What follows belongs to an exercise in optimizing a design on an open flow for small area and a short achievable clock period; a production flow would make more cautious choices.
The RTL was checked by simulation tests, not by an equivalence proof against the original design.

==> v25 <==
// lmk_crc
module lmk_crc (
    input  wire        clk,
    input  wire        rst,         
    input  wire        wr_valid,
    input  wire [2:0]  wr_sel,      
    input  wire [2:0]  wr_size,     
    input  wire [63:0] wr_data,
    output wire [31:0] ctl_rd,
    output wire [31:0] run_lo,
    output wire [31:0] run_hi
);
clock: 30.0 ns
lec_check: 0
cap_margin: 20
core_margin: 10
core_utilization: 70
slew_margin: 20
standard.sh (not shown) runs the stock make flow with config.mk's settings and CLKGATE_MAP_FILE= SYNTH_SCRIPT=/design/flow/synth_recipe.tcl, a recipe that flattens the netlist after the stock synthesis.
==> flow/flow/run.sh <==
#!/bin/bash
# Own layout flow: the standard ORFS flow (standard.sh, unchanged synthesis
# script synth_recipe.tcl) with three changes:
#  - ABC maps for area (flow/abc_area.script in place of ORFS's abc_speed.script);
#  - the resizer's timing repair aims for flow/setup_margin ns of setup slack,
#    so it sizes up the longest paths (the clock period and SDC are unchanged);
#  - every port still gets a buffer, but a sky130_fd_sc_hd__buf_2 rather than
#    the delay cell buffer_ports picks by default.
# Every tool's log stays under orfs/logs; make's own output goes to flow_make.log.
set -euo pipefail
here=$(pwd)
rm -rf scripts_mod
cp -r "$FLOW_HOME/scripts" scripts_mod
cp flow/abc_area.script scripts_mod/abc_speed.script
margin=$(cat flow/setup_margin 2>/dev/null || echo 19)
bash standard.sh SCRIPTS_DIR="$here/scripts_mod" SETUP_SLACK_MARGIN="$margin" \
    "BUFFER_PORTS_ARGS=-buffer_cell sky130_fd_sc_hd__buf_2" finish > flow_make.log 2>&1
==> flow/flow/abc_area.script <==
strash
dch
map -a
topo
dnsize
==> flow/flow/setup_margin <==
19
==> inputs of v27, as changes to v25 <==
--- a/flow/design.v
+++ b/flow/design.v
@@ -10,15 +10,14 @@
     output wire [31:0] run_hi
 );
     reg  [1:0]     alg;
     reg  [3:0]     data_bytes;
     reg  [3:0]     fold_bytes;
     reg  [63:0]    y;           
     reg  [2-1:0] p;           
-    reg            pa0;         
     reg  [31:0]    hi_held;
     reg            hi_pending;
     wire a0 = (alg == 2'd0);
     wire a1 = (alg == 2'd1);
     function [31:0] rev32(input [31:0] v);
         integer k;
         for (k = 0; k < 32; k = k + 1) rev32[k] = v[31-k];
@@ -585,16 +584,16 @@
             h2_16[60] = (~a0 & (y[3] ^ y[12] ^ t[30] ^ t[32]));
             h2_16[61] = (~a0 & (y[13] ^ t[22] ^ t[71]));
             h2_16[62] = (~a0 & (t[7] ^ t[20] ^ t[21] ^ t[33]));
             h2_16[63] = (~a0 & (y[7] ^ t[36] ^ t[72]));
         end
     endfunction
     wire [63:0] r0 = y;
-    wire [63:0] r1 = p[0] ? h2_8(r0, pa0) : r0;
-    wire [63:0] r2 = p[1] ? h2_16(r1, pa0) : r1;
+    wire [63:0] r1 = p[0] ? h2_8(r0, a0) : r0;
+    wire [63:0] r2 = p[1] ? h2_16(r1, a0) : r1;
     wire [63:0] s = r2;
     assign ctl_rd = {20'd0, fold_bytes, data_bytes, 2'b00, alg};
     assign run_lo = a1 ? rev32(s[63:32]) : s[31:0];
     assign run_hi = a1 ? rev32(s[31:0]) : (a0 ? 32'd0 : s[63:32]);
     function [2:0] cnt_m1(input [3:0] f);
         cnt_m1 = (f == 4'd0 || f > 4'd8) ? 3'd7 : f[2:0] - 3'd1;
     endfunction
@@ -608,76 +607,75 @@
     wire [7:0] t_fb = therm(m_fb);
     wire       size8  = (wr_size == 3'd7);
     wire       s_fold = (wr_sel == 3'd3);
     wire       s_data = (wr_sel == 3'd4);
     wire       s_port = (wr_sel == 3'd5);
     wire       proc   = (s_fold & size8) | s_data | s_port;
     wire [2:0] m_db4  = (!size8 && m_db[2]) ? 3'd3 : m_db;
-    wire [2:0] m      = s_fold ? m_fb : s_data ? m_db4 : wr_size;    
+    wire [2:0] m      = !wr_sel[2] ? m_fb : wr_sel[0] ? wr_size : m_db4;    
     wire [7:0] t_port = therm(wr_size);
-    wire [7:0] bmask  = ({8{s_fold}} & t_fb) |
-                        ({8{s_data}} & t_db & {{4{size8}}, 4'hF}) |
-                        ({8{s_port}} & t_port);
+    wire [7:0] t_dacc = t_db & {{4{size8}}, 4'hF};
+    wire [7:0] bmask  = !wr_sel[2] ? t_fb : wr_sel[0] ? t_port : t_dacc;
     reg [63:0] dx;
     integer b, t;
     always @(*) begin
         for (b = 0; b < 8; b = b + 1)
             for (t = 0; t < 8; t = t + 1)
                 dx[8*b+t] = (b == 0 || bmask[b]) & (a1 ? wr_data[8*b+7-t] : wr_data[8*b+t]);
     end
     wire [63:0] x0 = {a0 ? 32'd0 : s[63:32], s[31:0]} ^ dx;
     wire [63:0] x1 = h1_8(x0, a0);
     wire [63:0] x2 = m[2] ? h1_32(x1, a0) : x1;
     wire [63:0] xn = x2;
     wire [1:0] new_alg = (wr_data[1:0] == 2'd3) ? alg : wr_data[1:0];
     wire       flip    = a1 ^ (new_alg == 2'd1);
-    reg [63:0] y_other;
-    always @(*) begin
-        y_other = y;
-        if (rst)
-            y_other = 64'h0000_0000_FFFF_FFFF;
-        else if (wr_valid && wr_sel == 3'd0) begin
-            if (wr_data[12])
-                y_other = (new_alg == 2'd0) ? 64'h0000_0000_FFFF_FFFF :
-                          (new_alg == 2'd1) ? 64'd0 : 64'hFFFF_FFFF_FFFF_FFFF;
-            else if (flip)
-                y_other = {rev32(s[31:0]), rev32(s[63:32])};
-        end else if (wr_valid && wr_sel == 3'd1) begin
-            if (a0)
-                y_other = {32'd0, wr_data[31:0]};
-            else if (a1)
-                y_other = size8 ? {rev32(wr_data[31:0]), rev32(wr_data[63:32])}
-                                : {rev32(wr_data[31:0]), hi_pending ? rev32(hi_held) : s[31:0]};
-            else
-                y_other = size8 ? wr_data : {hi_pending ? hi_held : s[63:32], wr_data[31:0]};
-        end
-    end
-    wire take = !rst && wr_valid && proc;
-    wire load = rst || (wr_valid && (wr_sel == 3'd1 || (wr_sel == 3'd0 && (wr_data[12] || flip))));
     always @(posedge clk) begin
-        y <= take ? xn : y_other;
-        if (take) begin
-            p   <= {m[1], m[0]};
-            pa0 <= a0;
-        end else if (load)
-            p   <= 0;
         if (rst) begin
             alg        <= 2'd0;
             data_bytes <= 4'd4;
             fold_bytes <= 4'd8;
+            y          <= 64'h0000_0000_FFFF_FFFF;
+            p          <= 0;
+            hi_held    <= 32'd0;
             hi_pending <= 1'b0;
         end else if (wr_valid) begin
-            if (wr_sel == 3'd0) begin
-                alg        <= new_alg;
-                data_bytes <= wr_data[7:4];
-                fold_bytes <= wr_data[11:8];
-            end
-            if (wr_sel == 3'd1)
-                hi_pending <= 1'b0;
-            if (wr_sel == 3'd2 && !a0)
-                hi_pending <= 1'b1;
+            case (wr_sel)
+                3'd0: begin
+                    alg        <= new_alg;
+                    data_bytes <= wr_data[7:4];
+                    fold_bytes <= wr_data[11:8];
+                    p          <= 0;
+                    if (wr_data[12])
+                        y <= (new_alg == 2'd0) ? 64'h0000_0000_FFFF_FFFF :
+                             (new_alg == 2'd1) ? 64'd0 : 64'hFFFF_FFFF_FFFF_FFFF;
+                    else if (flip)
+                        y <= {rev32(s[31:0]), rev32(s[63:32])};
+                    else
+                        y <= s;
+                end
+                3'd1: begin
+                    if (a0)
+                        y <= {32'd0, wr_data[31:0]};
+                    else if (a1)
+                        y <= size8 ? {rev32(wr_data[31:0]), rev32(wr_data[63:32])}
+                                   : {rev32(wr_data[31:0]), hi_pending ? rev32(hi_held) : s[31:0]};
+                    else
+                        y <= size8 ? wr_data : {hi_pending ? hi_held : s[63:32], wr_data[31:0]};
+                    p          <= 0;
+                    hi_pending <= 1'b0;
+                end
+                3'd2: begin
+                    if (!a0) begin
+                        hi_held    <= wr_data[31:0];
+                        hi_pending <= 1'b1;
+                    end
+                end
+                default: begin
+                    if (proc) begin
+                        y <= xn;
+                        p <= {m[1], m[0]};
+                    end
+                end
+            endcase
         end
     end
-    always @(posedge clk)
-        if (!rst && wr_valid && wr_sel == 3'd2 && !a0)
-            hi_held <= wr_data[31:0];
 endmodule
==> flow/flow/setup_margin (replaced) <==
19.5
Settings changed: CORE_UTILIZATION 70 to 50.
==> inputs of v32, as changes to v25 <==
--- a/flow/design.v
+++ b/flow/design.v
@@ -10,15 +10,14 @@
     output wire [31:0] run_hi
 );
     reg  [1:0]     alg;
     reg  [3:0]     data_bytes;
     reg  [3:0]     fold_bytes;
     reg  [63:0]    y;           
     reg  [2-1:0] p;           
-    reg            pa0;         
     reg  [31:0]    hi_held;
     reg            hi_pending;
     wire a0 = (alg == 2'd0);
     wire a1 = (alg == 2'd1);
     function [31:0] rev32(input [31:0] v);
         integer k;
         for (k = 0; k < 32; k = k + 1) rev32[k] = v[31-k];
@@ -585,16 +584,16 @@
             h2_16[60] = (~a0 & (y[3] ^ y[12] ^ t[30] ^ t[32]));
             h2_16[61] = (~a0 & (y[13] ^ t[22] ^ t[71]));
             h2_16[62] = (~a0 & (t[7] ^ t[20] ^ t[21] ^ t[33]));
             h2_16[63] = (~a0 & (y[7] ^ t[36] ^ t[72]));
         end
     endfunction
     wire [63:0] r0 = y;
-    wire [63:0] r1 = p[0] ? h2_8(r0, pa0) : r0;
-    wire [63:0] r2 = p[1] ? h2_16(r1, pa0) : r1;
+    wire [63:0] r1 = p[0] ? h2_8(r0, a0) : r0;
+    wire [63:0] r2 = p[1] ? h2_16(r1, a0) : r1;
     wire [63:0] s = r2;
     assign ctl_rd = {20'd0, fold_bytes, data_bytes, 2'b00, alg};
     assign run_lo = a1 ? rev32(s[63:32]) : s[31:0];
     assign run_hi = a1 ? rev32(s[31:0]) : (a0 ? 32'd0 : s[63:32]);
     function [2:0] cnt_m1(input [3:0] f);
         cnt_m1 = (f == 4'd0 || f > 4'd8) ? 3'd7 : f[2:0] - 3'd1;
     endfunction
@@ -608,76 +607,75 @@
     wire [7:0] t_fb = therm(m_fb);
     wire       size8  = (wr_size == 3'd7);
     wire       s_fold = (wr_sel == 3'd3);
     wire       s_data = (wr_sel == 3'd4);
     wire       s_port = (wr_sel == 3'd5);
     wire       proc   = (s_fold & size8) | s_data | s_port;
     wire [2:0] m_db4  = (!size8 && m_db[2]) ? 3'd3 : m_db;
-    wire [2:0] m      = s_fold ? m_fb : s_data ? m_db4 : wr_size;    
+    wire [2:0] m      = !wr_sel[2] ? m_fb : wr_sel[0] ? wr_size : m_db4;    
     wire [7:0] t_port = therm(wr_size);
-    wire [7:0] bmask  = ({8{s_fold}} & t_fb) |
-                        ({8{s_data}} & t_db & {{4{size8}}, 4'hF}) |
-                        ({8{s_port}} & t_port);
+    wire [7:0] t_dacc = t_db & {{4{size8}}, 4'hF};
+    wire [7:0] bmask  = !wr_sel[2] ? t_fb : wr_sel[0] ? t_port : t_dacc;
     reg [63:0] dx;
     integer b, t;
     always @(*) begin
         for (b = 0; b < 8; b = b + 1)
             for (t = 0; t < 8; t = t + 1)
                 dx[8*b+t] = (b == 0 || bmask[b]) & (a1 ? wr_data[8*b+7-t] : wr_data[8*b+t]);
     end
     wire [63:0] x0 = {a0 ? 32'd0 : s[63:32], s[31:0]} ^ dx;
     wire [63:0] x1 = h1_8(x0, a0);
     wire [63:0] x2 = m[2] ? h1_32(x1, a0) : x1;
     wire [63:0] xn = x2;
     wire [1:0] new_alg = (wr_data[1:0] == 2'd3) ? alg : wr_data[1:0];
     wire       flip    = a1 ^ (new_alg == 2'd1);
-    reg [63:0] y_other;
-    always @(*) begin
-        y_other = y;
-        if (rst)
-            y_other = 64'h0000_0000_FFFF_FFFF;
-        else if (wr_valid && wr_sel == 3'd0) begin
-            if (wr_data[12])
-                y_other = (new_alg == 2'd0) ? 64'h0000_0000_FFFF_FFFF :
-                          (new_alg == 2'd1) ? 64'd0 : 64'hFFFF_FFFF_FFFF_FFFF;
-            else if (flip)
-                y_other = {rev32(s[31:0]), rev32(s[63:32])};
-        end else if (wr_valid && wr_sel == 3'd1) begin
-            if (a0)
-                y_other = {32'd0, wr_data[31:0]};
-            else if (a1)
-                y_other = size8 ? {rev32(wr_data[31:0]), rev32(wr_data[63:32])}
-                                : {rev32(wr_data[31:0]), hi_pending ? rev32(hi_held) : s[31:0]};
-            else
-                y_other = size8 ? wr_data : {hi_pending ? hi_held : s[63:32], wr_data[31:0]};
-        end
-    end
-    wire take = !rst && wr_valid && proc;
-    wire load = rst || (wr_valid && (wr_sel == 3'd1 || (wr_sel == 3'd0 && (wr_data[12] || flip))));
     always @(posedge clk) begin
-        y <= take ? xn : y_other;
-        if (take) begin
-            p   <= {m[1], m[0]};
-            pa0 <= a0;
-        end else if (load)
-            p   <= 0;
         if (rst) begin
             alg        <= 2'd0;
             data_bytes <= 4'd4;
             fold_bytes <= 4'd8;
+            y          <= 64'h0000_0000_FFFF_FFFF;
+            p          <= 0;
+            hi_held    <= 32'd0;
             hi_pending <= 1'b0;
         end else if (wr_valid) begin
-            if (wr_sel == 3'd0) begin
-                alg        <= new_alg;
-                data_bytes <= wr_data[7:4];
-                fold_bytes <= wr_data[11:8];
-            end
-            if (wr_sel == 3'd1)
-                hi_pending <= 1'b0;
-            if (wr_sel == 3'd2 && !a0)
-                hi_pending <= 1'b1;
+            case (wr_sel)
+                3'd0: begin
+                    alg        <= new_alg;
+                    data_bytes <= wr_data[7:4];
+                    fold_bytes <= wr_data[11:8];
+                    p          <= 0;
+                    if (wr_data[12])
+                        y <= (new_alg == 2'd0) ? 64'h0000_0000_FFFF_FFFF :
+                             (new_alg == 2'd1) ? 64'd0 : 64'hFFFF_FFFF_FFFF_FFFF;
+                    else if (flip)
+                        y <= {rev32(s[31:0]), rev32(s[63:32])};
+                    else
+                        y <= s;
+                end
+                3'd1: begin
+                    if (a0)
+                        y <= {32'd0, wr_data[31:0]};
+                    else if (a1)
+                        y <= size8 ? {rev32(wr_data[31:0]), rev32(wr_data[63:32])}
+                                   : {rev32(wr_data[31:0]), hi_pending ? rev32(hi_held) : s[31:0]};
+                    else
+                        y <= size8 ? wr_data : {hi_pending ? hi_held : s[63:32], wr_data[31:0]};
+                    p          <= 0;
+                    hi_pending <= 1'b0;
+                end
+                3'd2: begin
+                    if (!a0) begin
+                        hi_held    <= wr_data[31:0];
+                        hi_pending <= 1'b1;
+                    end
+                end
+                default: begin
+                    if (proc) begin
+                        y <= xn;
+                        p <= {m[1], m[0]};
+                    end
+                end
+            endcase
         end
     end
-    always @(posedge clk)
-        if (!rst && wr_valid && wr_sel == 3'd2 && !a0)
-            hi_held <= wr_data[31:0];
 endmodule
Settings changed: CORE_UTILIZATION 70 to 40.
==> comparison table <==
| metric | v32 | v25 | v27 |
|---|---|---|---|
| Post-synthesis cell type count | 40 | 44 | 40 |
| Data arrival time of the critical path | 11.37 ns | - | 4.71 ns |
| Path class of the lowest-slack min-delay path | reg2reg | - | reg2reg |
| Sequential cell area | 2210 µm² | - | 2210 µm² |
| Fraction of area in registers | 7.60% | - | 7.12% |
| Hold Slack | 0.473 ns | - | 0.469 ns |
| WL met1 | 58800 µm | - | 50400 µm |
| NonClk Buf Share | 7.90% | - | 10.1% |
| Final clock-cell share | 1.07% | - | 0.932% |
| Top_reg_cell synth | dfxtp_1 | edfxtp_1 | dfxtp_1 |
| Measured slew at the worst slew-check pin | 1.21 ns | - | 1.82 ns |
| Area of the die | 70100 µm² | - | 57000 µm² |
| Proportion of layout cells with a drive suffix above 1 | 15.1% | - | 20.1% |
| Detail Route met3 WL | 22000 µm | - | 27100 µm |
| Sequential element share of the synthesized area | 9.11% | 13.3% | 9.11% |
| R2r setup slk | 20.86 ns | - | 21.53 ns |
| Final RePlAce weighted congestion | 1.13 | 1.40 | 1.17 |
| Placed wire-length estimate | 118000 µm | 93800 µm | 111000 µm |
| Syn Inst Count | 3938 | 3668 | 3938 |
| Number of nets with antenna violations after routing | 0 | - | 0 |
| Status | no timing/DRC/antenna violations | did not finish | failed layout checks |
| Last stage reached | - | global routing (5_1_grt) | - |
| Layout check failures | - | - | max-capacitance violations, max-slew violations |
| Number of DRC violations after detailed routing | 0 | - | 0 |

port drivers added, routing unchanged:
Ports are ideal in the flow. The routed layouts listed here were re-timed in OpenROAD.
Step 1 (the two cells are an assumption about what drives the block):
set clk [get_ports {clk}]
set_driving_cell -lib_cell sky130_fd_sc_hd__clkbuf_16 $clk
set_driving_cell -lib_cell sky130_fd_sc_hd__buf_2 [delete_from_list [all_inputs] $clk]
Step 2 adds t to the input delays and takes it off the output delays; t is the mean of the earliest and latest rising clock arrival at the registers after step 1. Input paths then give back, and output paths get back, about the clock's delay inside the block.
Slacks: ideal / step 1 / step 2; pairs: ideal / step 1.
run	shift t [ns]	setup slack, ns	worst setup path after step 2
v27	0.469	19.290 / 19.234 / 19.038	input to register
v32	0.468	18.945 / 18.979 / 18.511	input to register
For v32, which loses most, drivers alone change the setup slack by +0.034 ns; drivers and shift together by -0.434 ns.
